Context: an optimization exercise on an open-source flow, tuned for small area, a short achievable clock period and few clock cycles per item. The choices shown serve that exercise and are no tape-out recipe. The RTL was checked by simulation tests, not by an equivalence proof against the original design.

== raven ==
==> flow/design.v (excerpt) <==
module fp8_dot_exact #(
    parameter LANES = 8
) (
    input  wire                 clk,
    input  wire                 rst,
    input  wire                 in_valid,
    output wire                 in_ready,
    input  wire                 in_last,
    input  wire                 a_e5,
    input  wire                 b_e5,
    input  wire [8*LANES-1:0]   a,
    input  wire [8*LANES-1:0]   b,
    input  wire [2:0]           out_fmt,
    input  wire [1:0]           rnd_mode,
    input  wire                 sat,
    input  wire [31:0]          rword,
    output wire                 out_valid,
    output wire [31:0]          out_data
);
    assign in_ready = 1'b1;
    wire [4*LANES-1:0] d_ma, d_mb;
    wire [5*LANES-1:0] d_sha, d_shb;
    wire [LANES-1:0]   d_neg, d_nan, d_inf;
    genvar g;
    generate
        for (g = 0; g < LANES; g = g + 1) begin : ldec
            fp8_lane_dec dec (
                .a(a[8*g +: 8]), .a_e5(a_e5), .b(b[8*g +: 8]), .b_e5(b_e5),
                .kill(~in_valid),
                .ma(d_ma[4*g +: 4]), .mb(d_mb[4*g +: 4]),
                .sha(d_sha[5*g +: 5]), .shb(d_shb[5*g +: 5]),
                .neg(d_neg[g]), .nan(d_nan[g]), .inf(d_inf[g])
            );
        end
  ...
Size in the first run: roughly 6900 cells after synthesis, roughly 210 I/O pins.
export LEC_CHECK = 0
export CAP_MARGIN = 20
export CORE_MARGIN = 2
export CORE_UTILIZATION = 60
export CTS_CLUSTER_DIAMETER = 100
export CTS_CLUSTER_SIZE = 24
export SLEW_MARGIN = 20
create_clock -name core_clock -period 25.0 [get_ports {clk}]
run.sh (not shown) runs the stock make flow with config.mk's settings and CLKGATE_MAP_FILE= SYNTH_SCRIPT=/design/flow/synth_recipe.tcl, a recipe that flattens the netlist after the stock synthesis.
Testbench counts of raven, summed over its fixed seeds: cycles 36,788, beats 36,740.
Modified inputs, onyx compared to raven
-- flow/design.v --
<<< raven, line 197
    reg        a_rne, a_sr;
    reg [87:0] a_g;
    reg [6:0]  a_sa, a_san;
    reg [31:0] a_rword;
    reg [2:0]  a_fmt;
>>> onyx, line 197
    reg        a_rne, a_sr;
    reg [87:0] a_g;
    reg [6:0]  a_sa;
    reg [31:0] a_rword;
    reg [2:0]  a_fmt;
<<< raven, line 215
        a_g      <= G;
        a_sa     <= sa;
        a_san    <= ~sa;
        a_rword  <= rword;
        a_fmt    <= fmt;
    end
    wire [142:0] X  = {a_g, {55{a_s}}};
    wire [120:0] x6 = {a_san[6] ? X[120:60] : {42'd0, X[142:124]},
                       a_sa[6]  ? X[123:64] : X[59:0]};
    wire [88:0]  x5 = {a_san[5] ? x6[88:44] : x6[120:76],
                       a_sa[5]  ? x6[75:32] : x6[43:0]};
    wire [72:0]  x4 = {a_san[4] ? x5[72:36] : x5[88:52],
                       a_sa[4]  ? x5[51:16] : x5[35:0]};
    wire [64:0]  x3 = {a_san[3] ? x4[64:32] : x4[72:40],
                       a_sa[3]  ? x4[39:8]  : x4[31:0]};
    wire [60:0]  x2 = {a_san[2] ? x3[60:30] : x3[64:34],
                       a_sa[2]  ? x3[33:4]  : x3[29:0]};
    wire [58:0]  x1 = {a_san[1] ? x2[58:29] : x2[60:31],
                       a_sa[1]  ? x2[30:2]  : x2[28:0]};
    wire [56:0]  W  = {a_san[0] ? x1[56:28] : x1[57:29],
                       a_sa[0]  ? x1[28:1]  : x1[27:0]};
    wire [24:0]  m_raw = W[56:32];
    wire [31:0]  cut   = W[31:0];
>>> onyx, line 215
        a_g      <= G;
        a_sa     <= sa;
        a_rword  <= rword;
        a_fmt    <= fmt;
    end
    wire [142:0] X  = {a_g, {55{a_s}}};
    wire [120:0] x6 = a_sa[6] ? {42'd0, X[142:64]} : X[120:0];
    wire [88:0]  x5 = a_sa[5] ? x6[120:32] : x6[88:0];
    wire [72:0]  x4 = a_sa[4] ? x5[88:16] : x5[72:0];
    wire [64:0]  x3 = a_sa[3] ? x4[72:8] : x4[64:0];
    wire [60:0]  x2 = a_sa[2] ? x3[64:4] : x3[60:0];
    wire [58:0]  x1 = a_sa[1] ? x2[60:2] : x2[58:0];
    wire [56:0]  W  = a_sa[0] ? x1[57:1] : x1[56:0];
    wire [24:0]  m_raw = W[56:32];
    wire [31:0]  cut   = W[31:0];
<<< raven, line 241
    wire lbit   = W[32] ^ co;
    wire up_rne = co | (rbit & (~a_gecm1 | lbit));
    wire up_sr;
    bk_add #(.N(32)) rnd (.a(cut), .b(a_rword), .cin(cin), .y(), .cout(up_sr));
    wire inc_hi = a_rne ? up_rne : a_sr ? up_sr : co;
    wire [4:0]  ct     = a_sa[4:0] - 5'd24;                 
    wire [31:0] cmask  = ~(32'hFFFF_FFFE << ct);           
    wire        inc_lo;
    bk_add #(.N(32)) sradd (.a(a_g[31:0] | ~cmask), .b(a_rword & cmask), .cin(a_s),
                            .y(), .cout(inc_lo));
    wire        use_lo = a_sr & (a_sa >= 7'd24) & (a_sa <= 7'd55);
    wire        inc    = use_lo ? inc_lo : inc_hi;
    reg [7:0] EBS;
    always @* begin
>>> onyx, line 233
    wire lbit   = W[32] ^ co;
    wire up_rne = co | (rbit & (~a_gecm1 | lbit));
    wire [4:0]  ct     = a_sa[4:0] - 5'd24;                 
    wire [31:0] cmask  = ~(32'hFFFF_FFFE << ct);           
    wire        use_lo = (a_sa >= 7'd24) & (a_sa <= 7'd55);
    wire [31:0] sr_a   = use_lo ? (a_g[31:0] | ~cmask) : cut;
    wire [31:0] sr_b   = use_lo ? (a_rword & cmask) : a_rword;
    wire        sr_ci  = use_lo ? a_s : cin;
    wire        up_sr;
    bk_add #(.N(32)) sradd (.a(sr_a), .b(sr_b), .cin(sr_ci), .y(), .cout(up_sr));
    wire        inc    = a_sr ? up_sr : a_rne ? up_rne : co;
    reg [7:0] EBS;
    always @* begin
[summary]
- conv.res[23] as the timing startpoint of the critical path was reported by raven, and fresh by onyx.
- onyx has completed all stages; timing, DRC and antenna checks passed.
- Delta (onyx minus raven): path length in cells of the critical path went up 17, count of unique library cells instantiated by Yosys went down 3.4%, layout buffer count excluding clock buffers went down 2, register clock-pin slew on the reported worst setup and hold paths held.
- On number of CTS-inserted buffers, the higher figure sits with raven, not onyx.
- Delta (onyx minus raven): required time reported for the critical path endpoint climbed 5.63 ns, area after synthesis now smaller.
- Cell with the biggest individual delay on the critical path = o2111ai_1: onyx; cell with the biggest individual delay on the critical path = clkdlybuf4s50_1: raven
Testbench counts of onyx, summed over its fixed seeds: cycles 36,788, beats 36,740.

---

fp8_dot_exact, a different RTL version from the one above (not shown whole).
Size in the first run: about 700 flip-flops.
clock: 25.0 ns
lec_check: 0
cap_margin: 20
core_margin: 2
core_utilization: 65
place_density: 0.75
slew_margin: 20
The first run finished with timing, DRC and antenna clean.
Testbench counts at the start, summed over its fixed seeds: cycles 36,788, beats 36,740.
Rerun with:
--- a/flow/design.v
+++ b/flow/design.v
@@ -45,33 +45,25 @@
     wire   nn   = na | nb | (ia & zb) | (ib & za);
     assign nan  = nn & ~kill;
     assign pinf = ~nn & (ia | ib) & ~neg & ~kill;
     assign ninf = ~nn & (ia | ib) & neg & ~kill;
 endmodule
 module fp8_mul_lane (
     input  wire [3:0]  ma,
     input  wire [3:0]  mb,
     input  wire [5:0]  psh,      
     input  wire        neg,
     output wire [64:0] row
 );
-    wire [7:0] q0 = {4'd0, ma & {4{mb[0]}}};
-    wire [7:0] q1 = {3'd0, ma & {4{mb[1]}}, 1'd0};
-    wire [7:0] q2 = {2'd0, ma & {4{mb[2]}}, 2'd0};
-    wire [7:0] q3 = {1'd0, ma & {4{mb[3]}}, 3'd0};
-    wire [7:0] u1 = q0 ^ q1 ^ q2;
-    wire [7:0] v1 = {((q0 & q1) | (q0 & q2) | (q1 & q2)), 1'b0};
-    wire [7:0] u2 = u1 ^ v1 ^ q3;
-    wire [7:0] v2 = {((u1 & v1) | (u1 & q3) | (v1 & q3)), 1'b0};
-    wire [7:0] pm = u2 + v2;
+    wire [7:0] pm = ma * mb;
     wire [14:0] f0 = {{7{neg}}, pm ^ {8{neg}}};
     wire [14:0] f1 = psh[0] ? {f0[13:0], neg} : f0;
     wire [14:0] f2 = psh[1] ? {f1[12:0], {2{neg}}} : f1;
     wire [14:0] f3 = psh[2] ? {f2[10:0], {4{neg}}} : f2;
     wire [7:0]  dh;
     wire [71:0] full;
     genvar k, j;
     generate
         for (k = 0; k < 8; k = k + 1) begin : dec
             assign dh[k] = (psh[5:3] == k);
         end
         for (k = 0; k < 9; k = k + 1) begin : byt
@@ -194,32 +186,32 @@
     wire [72:0]  x4 = a_sa[4] ? x5[88:16] : x5[72:0];
     wire [64:0]  x3 = a_sa[3] ? x4[72:8] : x4[64:0];
     wire [60:0]  x2 = a_sa[2] ? x3[64:4] : x3[60:0];
     wire [58:0]  x1 = a_sa[1] ? x2[60:2] : x2[58:0];
     wire [56:0]  W  = (a_sa[0] ? x1[57:1] : x1[56:0]) ^ {57{a_s}};
     wire [24:0]  m_raw = W[56:32];
     wire [31:0]  cut   = W[31:0];
     wire cin = a_s & ~a_sticky;
     wire [31:0] radd = a_rne ? ((a_sticky | m_raw[0]) ? 32'h8000_0000 : 32'h7FFF_FFFF)
                      : a_sr  ? a_rword : 32'd0;
     wire inc_hi;
     bk_add #(.N(32)) rnd (.a(cut), .b(radd), .cin(cin), .y(), .cout(inc_hi));
-    wire [4:0]  ct     = a_sa[4:0] - 5'd24;                 
-    wire [31:0] cmask  = ~(32'hFFFF_FFFE << ct);           
-    wire [31:0] g32    = a_f[31:0] ^ {32{a_s}};
-    wire        inc_lo;
-    bk_add #(.N(32)) sradd (.a(g32 | ~cmask), .b(a_rword & cmask), .cin(a_s),
-                            .y(), .cout(inc_lo));
+    wire [31:0] g32 = a_f[31:0] ^ {32{a_s}};
+    wire [31:0] srs;
+    wire        srco;
+    bk_add #(.N(32)) sradd (.a(g32), .b(a_rword), .cin(a_s), .y(srs), .cout(srco));
+    wire [32:0] cv     = {srco, srs ^ g32 ^ a_rword};       
+    wire [63:0] cvt    = {8'd0, cv[32:1], 24'd0};           
     wire        use_lo = a_sr & (a_sa >= 7'd24) & (a_sa <= 7'd55);
-    wire        inc    = use_lo ? inc_lo : inc_hi;
+    wire        inc    = use_lo ? cvt[a_sa[5:0]] : inc_hi;
     reg        b_v, b_s, b_zero, b_nan, b_inf, b_ineg, b_ovinf, b_inc;
     reg [24:0] b_m;
     reg [7:0]  b_eb;
     reg [2:0]  b_fmt;
     always @(posedge clk) begin
         b_v     <= a_v & ~rst;
         b_s     <= a_s;
         b_zero  <= a_zero;
         b_nan   <= a_nan;
         b_inf   <= a_inf;
         b_ineg  <= a_ineg;
         b_ovinf <= a_ovinf;
=> The changed run finished clean. Utilization is about the same. Synthesized area came out higher by 1.9%. Design area came out higher by 2.0%. Global-route usage came out lower by 0.97 points. Final cell count came out higher by 1.4%. Flip-flop and latch count stays the same. Via count came out lower by 0.32%. First-iteration DRC count came out lower by 13%. Maximum frequency came out lower by 3.0%. Non-clock buffer count came out higher by 2. Synthesized cell count came out higher by 0.94%. Die area came out higher by 1.9%. Worst setup slack degrades by 0.22 ns.
Testbench counts after the change, summed over its fixed seeds: cycles 36,788, beats 36,740.

re-timing with driven ports:
The results above use ideal ports. As a check the final layouts listed here were re-extracted and re-timed, cells and wires unchanged. Step 1: set_driving_cell puts a clkbuf_16 on clk and a buf_2 on each other input, an assumption about the parent block. Step 2 adds t to the input delays and takes it off the output delays; t is the mean of the earliest and latest rising clock arrival at the registers after step 1. Input paths then give back, and output paths get back, about the clock's delay inside the block. Slacks: ideal ports / drivers / drivers and shift; pairs: ideal ports / drivers.
run	t, ns	slack for setup (ns)	worst slew at a driven data input, ns
raven	0.770	18.440 / 18.362 / 18.078	0.07
onyx	0.732	18.340 / 18.340 / 18.117	0.06
the first run of note 2	0.753	17.923 / 17.923 / 17.397	0.06
the second run of note 2	0.746	17.700 / 17.700 / 17.382	0.09
After both steps setup and hold are still met in every run listed. For the first run of note 2, which loses most, drivers alone change the setup slack by 0.000 ns; drivers and shift together by -0.526 ns.
